Source: an optimization exercise on an open RTL-to-GDS flow (aim: small area). Production flows keep margins and buffers that such runs may drop.
In this exercise RTL edits were held to simulation tests only and were not proved equivalent to the original.
Power figures rest on the tool's default switching activity, not on a simulated workload.

==> flow/flow/run.sh <==
#!/bin/bash
# Standard ORFS layout, with the port buffers made from the smallest buffer
# cell and ORFS's power recovery (downsizing off-critical cells) enabled.
set -euo pipefail
bash standard.sh "BUFFER_PORTS_ARGS=-buffer_cell sky130_fd_sc_hd__buf_1" RECOVER_POWER=100 finish > orfs_make.log 2>&1
==> flow/constraint.sdc <==
create_clock -name core_clock -period 15.0 [get_ports {clk}]
set_input_delay 3.0000 -clock core_clock [delete_from_list [all_inputs] [get_ports {clk}]]
set_output_delay 3.0000 -clock core_clock [all_outputs]
set_load 0.01 [all_outputs]
==> flow/standard.sh <==
#!/bin/bash
# synth_recipe.tcl (not shown) runs the flow's synth.tcl, then flattens the netlist and writes it again
# the make line also repeats each setting of config.mk as NAME=value (left out here)
make -C /OpenROAD-flow-scripts/flow DESIGN_CONFIG=/design/flow/config.mk WORK_HOME=/design/flow/orfs CLKGATE_MAP_FILE= SYNTH_SCRIPT=/design/flow/synth_recipe.tcl "${@:-finish}"
==> flow/config.mk <==
export PLATFORM = sky130hd
export DESIGN_NAME = fs_comp
export DESIGN_NICKNAME = fs_comp
export VERILOG_FILES = /design/flow/design.v
export SDC_FILE = /design/flow/constraint.sdc
export NUM_CORES = 4
export LEC_CHECK = 0
export CAP_MARGIN = 20
export CORE_MARGIN = 2
export CORE_UTILIZATION = 60
export CTS_BUF_LIST = sky130_fd_sc_hd__clkbuf_4
export CTS_CLUSTER_DIAMETER = 50
export CTS_CLUSTER_SIZE = 10
export PLACE_DENSITY = 0.75
export SLEW_MARGIN = 20
==> flow/design.v <==
module fs_comp (
    input  wire        clk,
    input  wire        rst,
    input  wire        start,
    input  wire        restart,
    input  wire [15:0] d_hold,
    input  wire [15:0] s,
    input  wire [15:0] p,
    input  wire [1:0]  form,
    input  wire [5:0]  eb,
    input  wire [5:0]  ea,
    input  wire [23:0] mb0,
    input  wire [23:0] mb1,
    input  wire [23:0] mb2,
    input  wire [23:0] mb3,
    input  wire [23:0] ma1,
    input  wire [23:0] ma2,
    input  wire [23:0] ma3,
    input  wire [15:0] drv_lo,
    input  wire [15:0] drv_hi,
    input  wire [15:0] fe_lim,
    input  wire [15:0] fe_time,
    output wire        ready,
    output reg         done,
    output wire [15:0] d,
    output wire [31:0] v,
    output reg         sat,
    output reg         fe_over,
    output reg         fe_fault,
    output reg  [15:0] fe_timer,
    output reg  [31:0] sat_cnt
);
    localparam [2:0] S_CLR = 3'd0, S_IDLE = 3'd1, S_AF = 3'd2, S_PARK = 3'd3,
                     S_BF = 3'd4, S_COMB = 3'd5, S_INT = 3'd6, S_INS = 3'd7;
    reg [2:0] state;
    reg [2:0] slot;
    reg [6:0] cnt;
    reg signed [6:0] ja, jb;
    reg [27:0] A;
    reg [31:0] vk;
    reg [16:0] e1, e2, e3;
    reg [31:0] v1, v2, v3;
    reg bor, rc, lt, gt, ovf, below;
    reg ld;                      
    reg ekq;                     
    reg [4:0] ph;
    reg iw;                      
    wire insa = (state == S_INS) && !iw;
    reg gtf, gef;                
    reg scc, scall, scfull;      
    reg tc, tall, tfull, tge;    
    assign ready = (state == S_IDLE);
    assign v     = v1;
    assign d     = {~A[27], A[26:12]};
    wire three = (form == 2'd2);
    wire signed [6:0] nb = 7'sd38 - $signed({1'b0, eb});
    wire signed [6:0] na = 7'sd46 - $signed({1'b0, ea});
    wire nb_pos = (eb < 6'd38);
    wire na_pos = (ea < 6'd46);
    wire signed [6:0] ja_i = ja + 7'sd1;
    wire signed [6:0] jb_i = jb + 7'sd1;
    wire ja_end = (ja_i == na);
    wire jb_end = (jb_i == nb);
    wire inB = (jb[6:5] == 2'b00) && (!jb[4] || jb[3:0] == 4'd0);
    wire inA = (ja[6:5] == 2'b00);
    wire actB = ((state == S_BF) || (state == S_INT)) && inB;
    wire actA = ((state == S_AF) || (state == S_INT)) && inA;
    wire rnd  = ((state == S_AF) && ja_end) || ((state == S_BF) && jb_end);
    reg [2:0] eff;
    always @* begin
        if (actB && slot <= 3'd3)
            eff = slot;
        else if (actA && slot <= 3'd6)
            eff = (slot < 3'd4) ? 3'd4 : slot;
        else
            eff = 3'd7;
    end
    wire more = (actB && eff <= 3'd2) || (actA && eff <= 3'd5) || (rnd && eff <= 3'd6);
    wire colst = (state == S_AF) || (state == S_PARK) || (state == S_BF) || (state == S_INT);
    wire cend = colst && !more;
    wire s_b = s[jb[3:0]];
    wire p_b = p[jb[3:0]];
    wire ekbit = jb[4] ? bor : (s_b ^ p_b ^ bor);
    wire       linv = (cnt >= 7'd23);
    wire [3:0] lidx = linv ? 4'd15 : (cnt[3:0] ^ 4'd8);
    wire rbit = ld & (cnt >= 7'd8) & (d_hold[lidx] ^ linv);
    wire lo_b = drv_lo[lidx] ^ linv;
    wire hi_b = drv_hi[lidx] ^ linv;
    reg [23:0] msel;
    reg        tbit;
    always @* begin
        case (eff)
            3'd0: begin msel = mb1; tbit = e1[0]; end
            3'd1: begin msel = mb2; tbit = e2[0]; end
            3'd2: begin msel = mb3; tbit = e3[0] & three; end
            3'd3: begin msel = mb0; tbit = ekq; end
            3'd4: begin msel = ma1; tbit = v1[0]; end
            3'd5: begin msel = ma2; tbit = v2[0]; end
            3'd6: begin msel = ma3; tbit = v3[0] & three; end
            default: begin msel = 24'd0; tbit = 1'b0; end
        endcase
    end
    reg        neg;
    reg [27:0] opnd;
    always @* begin
        if (state == S_COMB) begin
            neg  = 1'b1;
            opnd = vk[27:0];
        end else begin
            if (eff <= 3'd3)
                neg = jb[4];
            else if (eff <= 3'd6)
                neg = (state == S_INT) ^ (ja[4:0] == 5'd31);
            else
                neg = 1'b0;
            opnd = tbit ? {{4{msel[23]}}, msel} : 28'd0;
        end
    end
    wire        cin = neg | (rnd && eff == 3'd7);
    wire [27:0] addb = opnd ^ {28{neg}};
    wire [28:0] cy;
    wire [27:0] sum;
    assign cy[0] = cin;
    genvar gi;
    generate
        for (gi = 0; gi < 16; gi = gi + 1) begin : g_add
            assign sum[gi]    = A[gi] ^ addb[gi] ^ cy[gi];
            assign cy[gi + 1] = (A[gi] & addb[gi]) | (cy[gi] & (A[gi] ^ addb[gi]));
        end
    endgenerate
    assign sum[27:16] = A[27:16] + addb[27:16] + {11'd0, cy[16]};
    wire        emit = sum[0];
    wire fl_b  = fe_lim[jb[3:0]];
    wire ft_b  = fe_time[cnt[3:0]];
    wire tcur  = ~restart & fe_timer[0];
    wire tnb   = fe_over & ((~restart & tfull) | (tcur ^ tc));
    wire tge_n = (tnb ^ ft_b) ? tnb : tge;
    wire insd  = insa && (cnt >= 7'd8) && (cnt <= 7'd23);
    wire inst  = insa && cnt[4];     
    wire scb   = sat_cnt[0] ^ scc;
    wire vfin = sat ? ((cnt < 7'd8) ? 1'b0 : (below ? lo_b : hi_b)) : vk[0];
    wire ovf_n = ovf | (emit ^ vk[31]);
    wire q     = emit ^ rc;
    always @(posedge clk) begin
        if (state == S_CLR) begin
            e1 <= {1'b0, e1[16:1]}; e2 <= {1'b0, e2[16:1]}; e3 <= {1'b0, e3[16:1]};
            v1 <= {rbit, v1[31:1]}; v2 <= {rbit, v2[31:1]}; v3 <= {rbit, v3[31:1]};
        end else begin
            if (cend && actB) begin
                e1 <= {ekbit, e1[16:1]};
                e2 <= {e1[0], e2[16:1]};
                e3 <= {e2[0], e3[16:1]};
            end
            if (cend && actA) begin
                v1 <= {1'b0, v1[31:1]};
                v2 <= {v1[0], v2[31:1]};
                v3 <= {v2[0], v3[31:1]};
            end
            if (insa)
                v1 <= {vfin, v1[31:1]};
        end
        ekq <= ekbit;
        ph <= ph + 5'd1;
        if (state == S_CLR && !ld) begin
            sat_cnt  <= {1'b0, sat_cnt[31:1]};
            fe_timer <= {1'b0, fe_timer[15:1]};
        end else begin
            sat_cnt  <= {insa ? scb : sat_cnt[0], sat_cnt[31:1]};
            fe_timer <= {inst ? tnb : fe_timer[0], fe_timer[15:1]};
        end
        if (insa) begin
            scc     <= sat_cnt[0] & scc;
            scall   <= scall & scb;
            if (cnt == 7'd31)
                scfull <= scall & scb;
            if (cnt == 7'd7)
                rc <= vfin;
            if (insd)
                rc       <= vfin & rc;
            if (inst) begin
                tc       <= tcur & tc;
                tall     <= tall & tnb;
                tge      <= tge_n;
                if (cnt == 7'd31) begin
                    tfull    <= tall & tnb;
                    fe_fault <= (~restart & fe_fault) | tge_n;
                end
            end
        end
        if (cend && actB) begin
            if (jb[4])
                fe_over <= ekbit ? gef : gtf;
            else if (ekbit ^ fl_b)
                gtf <= ekbit;
            else
                gef <= ~ekbit;
        end
        if ((state == S_PARK) || insa ||
            ((state == S_INT) && cend && cnt <= 7'd31))
            vk <= {emit, vk[31:1]};
        if ((state == S_IDLE && start) || (state == S_PARK && cnt == 7'd31))
            A <= 28'd0;
        else if (cend)
            A <= {sum[27], sum[27:1]};
        else if (insd)
            A <= {vfin ^ rc, A[27:1]};
        else
            A <= sum;
        slot <= (colst && more) ? eff + 3'd1 : 3'd0;
        if (cend && actB && !jb[4])
            bor <= (~s_b & p_b) | (~(s_b ^ p_b) & bor);
        if (rst) begin
            state    <= S_CLR;
            ld       <= 1'b0;
            ph       <= 5'd0;
            cnt      <= 7'd0;
            done     <= 1'b0;
            fe_fault <= 1'b0;
            scfull   <= 1'b0;
            tfull    <= 1'b0;
        end else begin
            done <= 1'b0;
            case (state)
                S_CLR: begin
                    cnt <= cnt + 7'd1;
                    if (cnt == 7'd31) begin
                        cnt <= 7'd0;
                        ld  <= 1'b0;
                        if (!ld)
                            state <= S_IDLE;
                        else if (na_pos)
                            state <= S_AF;
                        else if (nb_pos)
                            state <= S_BF;
                        else begin
                            state <= S_INT;
                            ja <= na;
                            jb <= nb;
                        end
                    end
                end
                S_IDLE: begin
                    ja  <= 7'sd0;
                    jb  <= 7'sd0;
                    bor <= 1'b0;
                    cnt <= 7'd0;
                    ovf <= 1'b0;
                    lt  <= 1'b0;
                    gt  <= 1'b0;
                    gtf <= 1'b0;
                    gef <= 1'b1;
                    if (start) begin
                        if (restart) begin
                            state <= S_CLR;
                            ld    <= 1'b1;
                        end else if (na_pos)
                            state <= S_AF;
                        else if (nb_pos)
                            state <= S_BF;
                        else begin
                            state <= S_INT;
                            ja <= na;
                            jb <= nb;
                        end
                    end
                end
                S_AF: if (cend) begin
                    if (ja_end)
                        state <= S_PARK;
                    else
                        ja <= ja_i;
                end
                S_PARK: begin
                    cnt <= cnt + 7'd1;
                    if (cnt == 7'd31) begin
                        cnt <= 7'd0;
                        state <= nb_pos ? S_BF : S_COMB;
                    end
                end
                S_BF: if (cend) begin
                    if (jb_end) begin
                        if (na_pos)
                            state <= S_COMB;
                        else begin
                            state <= S_INT;
                            ja <= na;
                            jb <= nb;
                        end
                    end else
                        jb <= jb_i;
                end
                S_COMB: begin
                    state <= S_INT;
                    ja <= na;
                    jb <= nb;
                end
                S_INT: if (cend) begin
                    cnt <= cnt + 7'd1;
                    ja  <= ja_i;
                    jb  <= jb_i;
                    if (cnt == 7'd7)
                        rc <= emit;
                    else if (cnt >= 7'd8 && cnt <= 7'd32) begin
                        rc <= emit & rc;
                        if (cnt == 7'd32) begin
                            if (q ^ lo_b) lt <= q;
                            if (q ^ hi_b) gt <= hi_b;
                        end else begin
                            if (q ^ lo_b) lt <= lo_b;
                            if (q ^ hi_b) gt <= q;
                        end
                    end
                    if (cnt >= 7'd32)
                        ovf <= ovf_n;
                    if (cnt == 7'd79) begin
                        cnt   <= 7'd0;
                        state <= S_INS;
                        iw    <= 1'b1;
                        below <= ovf_n ? emit : lt;
                        sat   <= ovf_n ? 1'b1 : (lt | gt);
                        scc   <= (ovf_n | lt | gt) & ~scfull;
                        scall <= 1'b1;
                        tc    <= 1'b1;
                        tall  <= 1'b1;
                        tge   <= 1'b1;
                    end
                end
                S_INS: if (iw) begin
                    if (ph == 5'd31)
                        iw <= 1'b0;
                end else begin
                    cnt <= cnt + 7'd1;
                    if (cnt == 7'd31) begin
                        state    <= S_IDLE;
                        done     <= 1'b1;
                    end
                end
                default: state <= S_CLR;
            endcase
        end
    end
endmodule
==> flow_summary.ini, run 1 <==
[outcome]
status = complete, but fails checks
so_faults = max-capacitance violations, max-slew violations

[clock_network]
cts_buffers = 41
htreeDepth = 2
clk_pin_slew_worst_paths_ns = 0.11
tritoncts = done
clock_latency_ns = 0.68
cts-root-buf = clkbuf_4
clock-sinks = 309
post_cts_resized = 0
post-cts-setup-buffer-count = 0
cts_buffer_depth = 3
cts_hold_buf = 0

[power]
peakVddDrop_uv = 53.3
pwr-share-clk_pct = 33.2
p_leak_uw = 0.00644
p_total_uw = 1610
switchingPower_uw = 383
swShare_pct = 23.8
power_density_mw_per_mm2 = 91.7
pwr-share-comb_pct = 9.4
power_frac_seq_pct = 57.3
intPower_uw = 1230

[place]
place_worst_setup_slack_ns = 2.02
place_area_mm2 = 0.0170
hpwlAfterDp_mm = 28.7
portBuffers = 398
gp_congestion = 0.908

[synth]
synthMuxAreaShare_pct = 8.35
yosysWarningCount = 1
synthFlopType = edfxtp_1
yosysMostFrequentCell = edfxtp_1
yosys.area.top_type = edfxtp_1
yosys.area_share.simple_pct = 9.68
synth_fa_ha_area_share_pct = 5.24
yosysSeqAreaShare_pct = 53.2
synth_common_cells = edfxtp_1 (197), nor2_1 (124), dfxtp_1 (112)
synth_top_family_by_area = compound AO/OA/AOI/OAI gates
netlist_instances = 1320
synth.ff_latch_count = 309
synth_area_mm2 = 0.0153
synth_nets = 1670
synthXorXnorAreaFrac_pct = 4.61
synth_top_cell_area_share_pct = 38.6
avgSynthCellArea_um2 = 11.6
synth_compound_area_share_pct = 14.7
synth_area_leaders = edfxtp_1 (39%), dfxtp_1 (15%), mux4_2 (3.7%)
synth_edf_count = 197
synthArstFlopShare_pct = 0
yosysUniqueCellTypes = 82

[timing]
finalCriticalPeriod_ns = 12.71
timing.final.ws_setup_ns = 2.29
rsz0062_at_grt = no
hold_ws_ns = 0.348
slew_headroom_pct = -111
tns_ns = 0
fin_crit_sh_pct = 84.7
worstMarginPinSlew_ns = 3.16
slew_viol_final = 170
setup-violations-final = 0
fmax_ghz = 0.0787
timing_hold_violations_final = 0
skew_ns = 0.0248

[route]
wl_per_cell_um = 19.0
drt-total-wl_mm = 39.1
detail-route-antenna-nets = 0
drc = 0
first_pass_iters = 8
vias = 12000
drt_iter0_markers = 993
vias_per_cell = 5.85

[critical_path]
required_ns = 15.59
start_kind = register
path_common_cell = fa_1
crit_path_max_incr_delay_ns = 0.93
rr_worst_depth = 44
crit_path_end_kind = register
worst_path_max_delay_cell = edfxtp_1
path_max_fanout = 23
worstSetupPathType = reg2reg
cp.arrival_ns = 13.30

[global_routing]
grt_pass1_vias = 11300
gr-usage-met1_pct = 36.3
top_usage_layer = met2
use_met2_pct = 49.4
antenna_found_initial = 0
use_met3_pct = 5.13
grt_pass1_wl_mm = 59.4
gr-total-overflow = 0
grtUsageTotal_pct = 28.6
grt_max_degree = 66

[floorplanning]
die_h_um = 164
initial_core_util_pct = 61.0
design.core.area_mm2 = 0.0251
fp.dieArea_mm2 = 0.0268
io-pin-count = 399
rows = 58
die_w_um = 164

[final_layout]
regArea_mm2 = 0.00816
fin_area_mm2 = 0.0176
layout.nets = 2044
n_antenna_cell = 0
drive_above_1_share_pct = 10.4
area_growth_pct = 14.7
multiInputGateArea_mm2 = 0.00654
fillers = 1958

[worst_hold_path]
holdPathStages = 0
hold_class = reg2reg

[run]
maxCapViolCount = 4
## flip-flops by register name, summed over array words and instances, names as in the netlist, 5 cells and up
name,flops
sat_cnt,32
v1,32
v2,32
v3,32
vk,32
A,28
e1,17
e2,17
e3,17
fe_timer,16
cnt,7
ja,7
jb,7
ph,5
## worst paths after layout
| path | startpoint | end | slack, ns |
|---|---|---|---|
| min | sat_cnt[28] | sat_cnt[27] | 0.35 |
| max reg2reg | jb[0] | A[26] | 2.29 |
| min reg2reg | sat_cnt[28] | sat_cnt[27] | 0.35 |
| max | jb[0] | A[26] | 2.29 |
## per-layer routing
| metal | routed length (µm) | vias up | share of wire, % |
|---|---|---|---|
| li1 | - | 5666 | - |
| met1 | 15400 | 5664 | 39 |
| met2 | 19200 | 599 | 49 |
| met3 | 3250 | 100 | 8.3 |
| met4 | 1280 | 0 | 3.3 |
| met5 | 0 | - | 0 |
## power by group through the flow
stage               logic (µW)  clock network [µW]  registers (µW)
finish                     152                 535             923
global route               170                 583             926
CTS                        151                 553             924
detailed placement         150                   0             943
global placement           147                   0             943
floorplan                  104                   0             937
## critical path, delay by kind of cell (launching register included)
| family | cells | cell delay, ns |
|---|---|---|
| muxes | 1 | 0.11 |
| DFF | 1 | 0.93 |
| adders and majority gates | 20 | 6.89 |
| and+or+nand+nor | 4 | 0.95 |
| AOI/OAI and AO/OA | 12 | 2.60 |
| xor gates and xnor gates | 2 | 0.38 |
| buffers and inverters | 5 | 0.74 |
## kinds of logic (layout without fill, tap and decap cells)
group / after synthesis / in the layout
multiplexers: 93 / 93
XOR/XNOR: 71 / 71
flip-flops: 309 / 309
buffers and inverters: 144 / 551
AND/OR/NAND/NOR: 320 / 320
AO/OA/AOI/OAI: 330 / 330
adder cells (fa/ha/maj): 53 / 53
## cells in the final DEF, fill, tap and decap left out, drive strengths merged, types with 19 or more instances in the layout
cell type	count
nor2	124
a21oi	126
nand2	74
mux2i	43
nand3	37
buf	408
edfxtp	197
fa	19
dfxtp	112
inv	56
o21ai	64
xnor2	48
ha	33
mux4	25
a222oi	23
mux2	25
clkbuf	70
## layout make-up
type	count	share of cell area, %
well taps	330	2.35
clock buffers	61	2.61
repair buffers	417	9.17
flip-flops and latches	309	46.4
multi-input cells	867	37.2
inverters	58	1.25
clock inverters	15	0.947
## stage by stage
step / std cells / util (%)
after CTS: 2056 / 70.2
after detailed placement: 1980 / 67.7
final: 2057 / 70.0
after global placement: 1978 / 67.6
after floorplan: 1320 / -
after global routing: 2057 / 70.0
==> inputs of run 2 (changes only) <==
--- a/flow/config.mk
+++ b/flow/config.mk
@@ -8,8 +8,8 @@
 export CAP_MARGIN = 20
 export CORE_MARGIN = 2
 export CORE_UTILIZATION = 60
-export CTS_BUF_LIST = sky130_fd_sc_hd__clkbuf_4
-export CTS_CLUSTER_DIAMETER = 50
-export CTS_CLUSTER_SIZE = 10
+export CTS_BUF_LIST = sky130_fd_sc_hd__clkbuf_8
+export CTS_CLUSTER_DIAMETER = 70
+export CTS_CLUSTER_SIZE = 16
 export PLACE_DENSITY = 0.75
 export SLEW_MARGIN = 20
==> run 2 against run 1 <==
Effect of this change:
- the layout still fails its checks (max-capacitance violations, max-slew violations)
- die area unchanged
- combinational power about the same
- count of clock-buffer cells in the layout decreased by 38
- utilization decreased by 0.80 points
- synthesized area unchanged
- synthesized cell count unchanged
- global-route usage decreased by 0.39 points
- sequential cell count unchanged
- design area decreased by 1.1%
- first-iteration DRC count decreased by 0.60%
- sequential share of layout area increased by 0.54 points
- clock power decreased by about 20%
==> flow_summary.ini, run 2 <==
[outcome]
status = complete, but fails checks
so_faults = max-capacitance violations, max-slew violations

[power]
peakVddDrop_uv = 60.8
pwr-share-clk_pct = 28.4
intPower_uw = 1150
power_frac_seq_pct = 61.5
switchingPower_uw = 355
p_total_uw = 1500
pwr-share-comb_pct = 10.1
p_leak_uw = 0.00637
power_density_mw_per_mm2 = 86.5
swShare_pct = 23.6

[final_layout]
layout.nets = 2026
drive_above_1_share_pct = 7.91
n_antenna_cell = 0
final_common_cell = buf_1
layout.cells.most_common_list = buf_1 (396), edfxtp_1 (197), nor2_1 (122), dfxtp_1 (112), a21oi_1 (102)
fin_area_mm2 = 0.0174
final_util_pct = 69.2
area_growth_pct = 13.3
fillers = 1954

[place]
place_area_mm2 = 0.0170
hpwlAfterDp_mm = 28.7
portBuffers = 398
gp_congestion = 0.908

[critical_path]
required_ns = 15.49
path_max_fanout = 23
crit_path_end_kind = register
start_kind = register
worstSetupPathType = reg2reg
cp.arrival_ns = 13.19
crit_start = jb[0]
r2r-start = jb[0]
worst_path_max_delay_cell = edfxtp_1
path_common_cell = fa_1
crit_path_max_incr_delay_ns = 0.93

[timing]
finalCriticalPeriod_ns = 12.70
fin_crit_sh_pct = 84.6
worstMarginPinSlew_ns = 3.17
fmax_ghz = 0.0788
timing_hold_violations_final = 0
slew_viol_final = 170
tns_ns = 0
setup-violations-final = 0
skew_ns = 0.0243
rsz0062_at_grt = no
slew_headroom_pct = -111
hold_ws_ns = 0.353

[worst_hold_path]
hp-start = sat_cnt[27]
hold_class = reg2reg

[clock_network]
clock-sinks = 309
cts_buffers = 23
cts-root-buf = clkbuf_8
clock_latency_ns = 0.57
htreeDepth = 1
cts_buffer_depth = 3
post-cts-setup-buffer-count = 0
post_cts_resized = 0
cts_hold_buf = 0
clk_pin_slew_worst_paths_ns = 0.10
tritoncts = done

[synth]
synthFlopType = edfxtp_1
synth_top_cell_area_share_pct = 38.6
synthArstFlopShare_pct = 0
yosysSeqAreaShare_pct = 53.2
synth_area_leaders = edfxtp_1 (39%), dfxtp_1 (15%), mux4_2 (3.7%)
yosysUniqueCellTypes = 82
synth_common_cells = edfxtp_1 (197), nor2_1 (124), dfxtp_1 (112)
netlist_instances = 1320
synth_area_mm2 = 0.0153
yosys.area.top_type = edfxtp_1
yosysMostFrequentCell = edfxtp_1
synth_edf_count = 197
avgSynthCellArea_um2 = 11.6
synth.ff_latch_count = 309
synth_nets = 1670
yosysWarningCount = 1

[route]
drc = 0
wl_per_cell_um = 19.1
first_pass_iters = 7
detail-route-antenna-nets = 0
drt-total-wl_mm = 38.7
vias_per_cell = 5.86
drt_iter0_markers = 987
vias = 11900

[global_routing]
grt_pass1_wl_mm = 58.9
grt_max_degree = 66
grt_pass1_vias = 11200
grtUsageTotal_pct = 28.2
gr-total-overflow = 0
antenna_found_initial = 0

[floorplanning]
rows = 58
io-pin-count = 399
initial_core_util_pct = 61.0
die_h_um = 164
die_w_um = 164
design.core.area_mm2 = 0.0251
fp.dieArea_mm2 = 0.0268

[run]
maxCapViolCount = 4
[run 2: critical path: cells and delay by family (launching register included)]
| kind | cells | cell delay [ns] |
|---|---|---|
| fa+ha+maj | 20 | 6.92 |
| buf+inv | 5 | 0.75 |
| mux | 1 | 0.11 |
| flops | 1 | 0.93 |
| simple gates | 4 | 0.96 |
| compound gates | 12 | 2.58 |
| xor+xnor | 2 | 0.38 |
[run 2: layout make-up]
type	count	area, µm²	area share, %
flip-flops and latches	309	8160	47.0
inverters	58	219	1.26
multi-input cells	867	6540	37.7
clock buffers	23	317	1.82
clock inverters	19	108	0.620
well taps	330	413	2.38
repair buffers	417	1610	9.27
[run 2: per-layer routing]
layer | track usage (%) | vias to the layer above | share of wire, % | wire length, µm
met2 | 49.5 | 546 | 49 | 19100
met4 | 8.45 | 0 | 3.0 | 1160
met3 | 4.27 | 84 | 7.8 | 3020
met1 | 36.3 | 5628 | 40 | 15500
met5 | 0 | - | 0 | 0
li1 | - | 5598 | - | -
[run 2: power groups by stage]
stage          Combinational, µW  Sequential (µW)  Clock, µW
5_1_grt                      170              926        467
2_1_floorplan                104              937          0
3_3_place_gp                 147              943          0
3_5_place_dp                 150              943          0
6_report                     152              923        426
4_1_cts                      151              923        439
[run 2: per-stage QoR]
| stage | instances | setup slack [ns] |
|---|---|---|
| after global placement | 1978 | 2.33 |
| after global routing | 2023 | 1.46 |
| after floorplan | 1320 | 2.97 |
| after CTS | 2022 | 2.43 |
| final | 2023 | 2.30 |
| after detailed placement | 1980 | 2.02 |
[run 2: final timing paths]
check	endpoint	slack, ns	depth (start not counted)
hold reg to reg	sat_cnt[26]	0.35	0
setup / recovery	A[26]	2.30	44
setup reg to reg	A[26]	2.30	44
hold / removal	sat_cnt[26]	0.35	0
[run 2: cells by family (layout without fill, tap and decap cells)]
logic type	after synthesis	after routing	synth area share [%]
AOI/OAI and AO/OA	330	330	14.7
and+or+nand+nor	320	320	9.68
DFF	309	309	53.2
buffers and inverters	144	517	4.17
muxes	93	93	8.35
xor gates and xnor gates	71	71	4.61
adders and majority gates	53	53	5.24

## port drivers added, routing unchanged
Ports are ideal in the flow. The routed layouts listed here were re-timed in OpenROAD.
Step 1 sets driving cells, clkbuf_16 on the clock port and buf_2 on the other inputs (assumed; they add their load-dependent delay and slew).
Step 2, shift: input delay + t, output delay - t, t = (earliest + latest rising clock arrival at the registers) / 2. This alone moves slack from input paths to output paths.
Three values: no drivers, after step 1, after step 2; two values: the first two.
| run | shift t [ns] | setup slack, ns | hold slack, ns | worst setup path after step 2 |
|---|---|---|---|---|
| run 1 | 0.700 | 2.292 / 2.292 / 1.938 | 0.348 / 0.348 / 0.348 | input to register |
| run 2 | 0.595 | 2.303 / 2.303 / 1.883 | 0.353 / 0.353 / 0.353 | input to register |
For run 2, which loses most, drivers alone change the setup slack by 0.000 ns; drivers and shift together by -0.420 ns.
